Source: an optimization exercise on an open RTL-to-GDS flow (aim: small area, a short achievable clock period and few clock cycles per item). Production flows keep margins and buffers that such runs may drop. Function was checked by simulation only, so behaviour that the tests miss may differ from the original.

<file path="run.sh">
#!/bin/bash
# synth_recipe.tcl (not shown) runs the flow's synth.tcl, then flattens the netlist and writes it again
# the make line also repeats each setting of config.mk as NAME=value (left out here)
make -C /OpenROAD-flow-scripts/flow DESIGN_CONFIG=/design/flow/config.mk WORK_HOME=/design/flow/orfs CLKGATE_MAP_FILE= SYNTH_SCRIPT=/design/flow/synth_recipe.tcl finish
</file>
<file path="config.mk">
export PLATFORM = sky130hd
export DESIGN_NAME = traj_eval
export DESIGN_NICKNAME = traj_eval
export VERILOG_FILES = /design/flow/design.v
export SDC_FILE = /design/flow/constraint.sdc
export NUM_CORES = 4
export LEC_CHECK = 0
export CAP_MARGIN = 20
export CORE_MARGIN = 2
export CORE_UTILIZATION = 40
export SLEW_MARGIN = 20
</file>
<file path="constraint.sdc">
create_clock -name core_clock -period 14.0 [get_ports {clk}]
set_input_delay 2.8000 -clock core_clock [delete_from_list [all_inputs] [get_ports {clk}]]
set_output_delay 2.8000 -clock core_clock [all_outputs]
set_load 0.01 [all_outputs]
</file>
<file path="design.v">
module traj_eval (
    input             clk,
    input             rst,
    input             in_valid,
    output            in_ready,
    input      [63:0] t,
    input      [63:0] s,
    input      [31:0] dur,
    input      [31:0] p0,
    input      [31:0] c1,
    input      [31:0] c2,
    input      [31:0] c3,
    output reg        out_valid,
    output reg [31:0] p_cmd
);
    localparam [1:0] ST_IDLE = 2'd0,
                     ST_DIV  = 2'd1,
                     ST_MUL  = 2'd2;
    reg  [1:0]  state;
    reg  [4:0]  div_cnt;
    reg  [1:0]  mul_step;
    reg  [31:0] d_r;
    reg  [31:0] p0_r;
    reg  [31:0] c1_r;
    reg  [31:0] c2_r;
    reg  [31:0] c3_r;
    reg  [32:0] rem;
    reg  [23:0] u_r;
    reg  signed [81:0] acc;
    assign in_ready = (state == ST_IDLE);
    wire [63:0] diff      = t - s;
    wire        early    = diff[63];                   
    wire        after_end = (diff >= {32'd0, dur});     
    wire [33:0] rem_sh  = {rem, 1'b0};
    wire [33:0] rem_sub = rem_sh - {2'b00, d_r};
    wire        q_bit   = ~rem_sub[33];
    reg  signed [81:0]  mul_a;
    wire signed [24:0]  mul_b = {1'b0, u_r};
    wire signed [106:0] prod  = mul_a * mul_b;
    always @(*) begin
        if (mul_step == 2'd0)
            mul_a = {{50{c3_r[31]}}, c3_r};
        else
            mul_a = acc;
    end
    wire signed [81:0] c2_term = {{26{c2_r[31]}}, c2_r, 24'd0};
    wire signed [81:0] c1_term = {{2{c1_r[31]}}, c1_r, 48'd0};
    always @(posedge clk) begin
        if (rst) begin
            state     <= ST_IDLE;
            out_valid <= 1'b0;
            div_cnt   <= 5'd0;
            mul_step  <= 2'd0;
        end else begin
            out_valid <= 1'b0;
            case (state)
                ST_IDLE: begin
                    if (in_valid) begin
                        d_r      <= dur;
                        p0_r     <= p0;
                        c1_r     <= c1;
                        c2_r     <= c2;
                        c3_r     <= c3;
                        mul_step <= 2'd0;
                        if (dur == 32'd0 || early) begin
                            u_r   <= 24'd0;
                            state <= ST_MUL;
                        end else if (after_end) begin
                            u_r   <= 24'hFFFFFF;
                            state <= ST_MUL;
                        end else begin
                            rem     <= {1'b0, diff[31:0]};
                            u_r     <= 24'd0;
                            div_cnt <= 5'd23;
                            state   <= ST_DIV;
                        end
                    end
                end
                ST_DIV: begin
                    if (q_bit)
                        rem <= rem_sub[32:0];
                    else
                        rem <= rem_sh[32:0];
                    u_r <= {u_r[22:0], q_bit};
                    if (div_cnt == 5'd0)
                        state <= ST_MUL;
                    else
                        div_cnt <= div_cnt - 5'd1;
                end
                ST_MUL: begin
                    case (mul_step)
                        2'd0: begin
                            acc      <= prod[81:0] + c2_term;
                            mul_step <= 2'd1;
                        end
                        2'd1: begin
                            acc      <= prod[81:0] + c1_term;
                            mul_step <= 2'd2;
                        end
                        default: begin
                            p_cmd     <= p0_r + prod[103:72];
                            out_valid <= 1'b1;
                            state     <= ST_IDLE;
                        end
                    endcase
                end
                default: state <= ST_IDLE;
            endcase
        end
    end
endmodule
</file>
==> run notes <==
## per-stage QoR
| stage | instance area [um2] | TNS, ns |
|---|---|---|
| after CTS | 96400 | 0 |
| after global placement | 94900 | -3.34 |
| after floorplan | 88100 | 0 |
| after global routing | 96600 | -0.0773 |
| after detailed placement | 94900 | -0.368 |
| final | 96600 | 0 |
## synthesized netlist by cell type (14+ instances only)
library cell / number / area, um2
a211oi_1: 39 / 293
a21boi_0: 19 / 143
a21o_1: 259 / 1940
a21oi_1: 299 / 1500
a31oi_1: 40 / 250
and2_1: 1094 / 6840
and3_1: 32 / 200
clkbuf_1: 460 / 1730
edfxtp_1: 331 / 9940
fa_1: 1866 / 37400
ha_1: 510 / 6380
inv_1: 2086 / 7830
mux2i_1: 28 / 280
nand2_1: 1210 / 4540
nand2b_1: 42 / 263
nand3_1: 73 / 365
nand4_1: 44 / 275
nor2_1: 215 / 807
nor2b_1: 43 / 269
nor3_1: 41 / 205
nor4_1: 15 / 93.8
o211ai_1: 18 / 135
o21a_1: 47 / 353
o21ai_0: 229 / 1150
o21bai_1: 49 / 368
o31ai_1: 14 / 105
xnor2_1: 199 / 1740
xor2_1: 96 / 841
## worst max-delay path, delay by kind of cell, from the launching register on
family	cells	cell delay, ns
adder cells (fa/ha/maj)	9	4.20
flip-flops	1	0.53
AND/OR/NAND/NOR	9	2.04
buffers and inverters	11	1.92
XOR/XNOR	2	0.40
AO/OA/AOI/OAI	15	3.85
## final timing paths
check | start | end | slack, ns | cells past startpoint
min | div_cnt[1] | div_cnt[1] | 0.53 | 2
max | mul_step[1] | p_cmd[28] | 0.69 | 46
max reg2reg | mul_step[1] | p_cmd[28] | 0.69 | 46
min reg2reg | div_cnt[1] | div_cnt[1] | 0.53 | 2
## what timing repair did
item,4_1_cts,5_1_grt
hold endpoints to repair,0,0
buffers inserted,0,3
endpoints found under the setup margin,6,12
gates cloned,0,1
resized for setup,9,16
pin swaps,0,3
## registers in the layout, summed over array words and instances, names as in the netlist, 24 cells and up
name	count
c2_r	32
c3_r	32
p0_r	32
u_r	24
p_cmd	32
d_r	32
acc	82
rem	33
c1_r	32
## area by class of cell
| type | count | area [um2] |
|---|---|---|
| clock inverters | 23 | 226 |
| diodes | 4 | 10.0 |
| multi-input cells | 6709 | 68600 |
| well taps | 2871 | 3590 |
| inverters | 2086 | 7830 |
| clock buffers | 63 | 1240 |
| flip-flops and latches | 341 | 10100 |
| repair buffers | 539 | 4970 |
| fillers | 21100 | 123000 |
## metal layers
layer  vias to the layer above  global-route usage [%]  part of all wire [%]
met1                     33600                    30.6                    42
met3                       394                    4.23                   7.0
li1                      29300                       -                     -
met5                         -                       0                  0.12
met4                        44                    6.10                   2.7
met2                      2039                    38.9                    48
## cells by family (layout without fill, tap and decap cells)
group                      Yosys count  after routing
and+or+nand+nor                   2874           2875
buffers and inverters             2560           2711
adders and majority gates         2376           2376
AOI/OAI and AO/OA                 1133           1133
DFF                                341            341
xor gates and xnor gates           296            296
muxes                               29             29
other                                0              4
==> run notes <==
worst skew pair latency=0.72 ns; most frequent cells in the layout=inv_1, fa_1, nand2_1, and2_1, ha_1; fin crit period=13.31 ns; die area=224,000 um2; CTS tree=built; dpl cells=12,500; Simple-Gate Fraction of Synth Area=16.3%; Iter 0 DRT Violations=3,962; largest net degree at the start of global routing=84; flops & latches, synth=341; Clock Tree Buf Depth=3; Wirelength per Cell=20.0 um; final net count=12,400; CP max-delay cell=fa_1; Layout Skew=0.0956 ns; Setup WS post-layout=0.689 ns; H-tree Lvls=2; max_cap viols=0; HP Class=flip-flop to flip-flop; Startpoint Class=flip-flop; CP dominant cell by count=fa_1; post-synthesis sequential area ratio=11.5%; wirelength, routed=253,000 um; Adder-Cell Fraction of Synth Area=49.6%; Hold WS=0.527 ns; warning count from the yosys run=1; CTS Buf Count=46; root buf cell=clkbuf_16; compound-cell area share of the yosys netlist=8.35%; first-pass GRT wire length=406,000 um; Post-Syn Area=88,100 um2; Slew Viols, Final=0; PortBufs=324; Max Freq=0.0751 GHz; Util after Layout=44.1%; Placer Congestion=0.916; Die Span Y=473 um; fin cells=12,600; area share of xor/xnor cells in the synthesized design=2.96%; Remaining DRCs=0; Post-synth top flop=edfxtp_1; hpwl dp=205,000 um; Syn Inst Count=9,609; syn nets=12,300; commonest non-fill, non-tap cell in the layout=inv_1; area growth from synthesis to layout=9.63%; crit share post-route=95.1%; main combinational cell family by area after synthesis=adder cells; die width=473 um; CP Data Arrival Time=13.74 ns; worst-margin pin slew=1.13 ns; Overflow after GRT=0; Final Hold Viols=0; Setup CP Type=flip-flop to flip-flop; slew margin rel.=24.6%; CP peak stage delay=0.56 ns; initial core utilization=40.2%; via count=65,400; Synth cell types=92; post-DR vias/cell=5.17; count of final setup violators=0; post-synthesis async set-or-reset flop share=0%; Sink Count=341; CP max FO=47; antenna violations before repair=27; num ports=325; vias in the first global route=71,600; worst endpoint required time=14.43 ns; crit end category=flip-flop; pre-CTS setup slack=-0.167 ns; core area=219,000 um2; antenna violation net count after detailed routing=0; synthesized area per cell=9.17 um2; Cell Rows=172; all-layer global routing usage=23.1%; post-synthesis mux area share=0.331%; share of cells above drive strength 1=3.70%; status=complete, no violations; cts hold-fix bufs=0; Post-synth EDFFs=331; 1st-pass router iterations=8; CTS clk-pin slew, worst paths=0.06 ns
Testbench counts, summed over its fixed seeds: cycles 89,608, items 3,200.

-- what the ideal ports hide --
The results above use ideal ports. As a check the final layout listed here was re-extracted and re-timed, cells and wires unchanged. Step 1 assumes that a clkbuf_16 drives the clock port and a buf_2 every other input. Step 2 adds t to the input delays and takes it off the output delays; t is the mean of the earliest and latest rising clock arrival at the registers after step 1. Input paths then give back, and output paths get back, about the clock's delay inside the block. a / b / c = ideal ports / drivers / drivers and shift; a / b = the first two.
t (ns): 0.771
setup WS [ns]: 0.689 / 0.689 / 0.689
hold WS [ns]: 0.527 / 0.527 / 0.527
clock arrival spread, ns: 0.096 / 0.097
worst data-port slew with drivers (ns): 0.14
After both steps setup and hold are still met in this run. For this run, drivers alone change the setup slack by 0.000 ns; drivers and shift together by 0.000 ns.
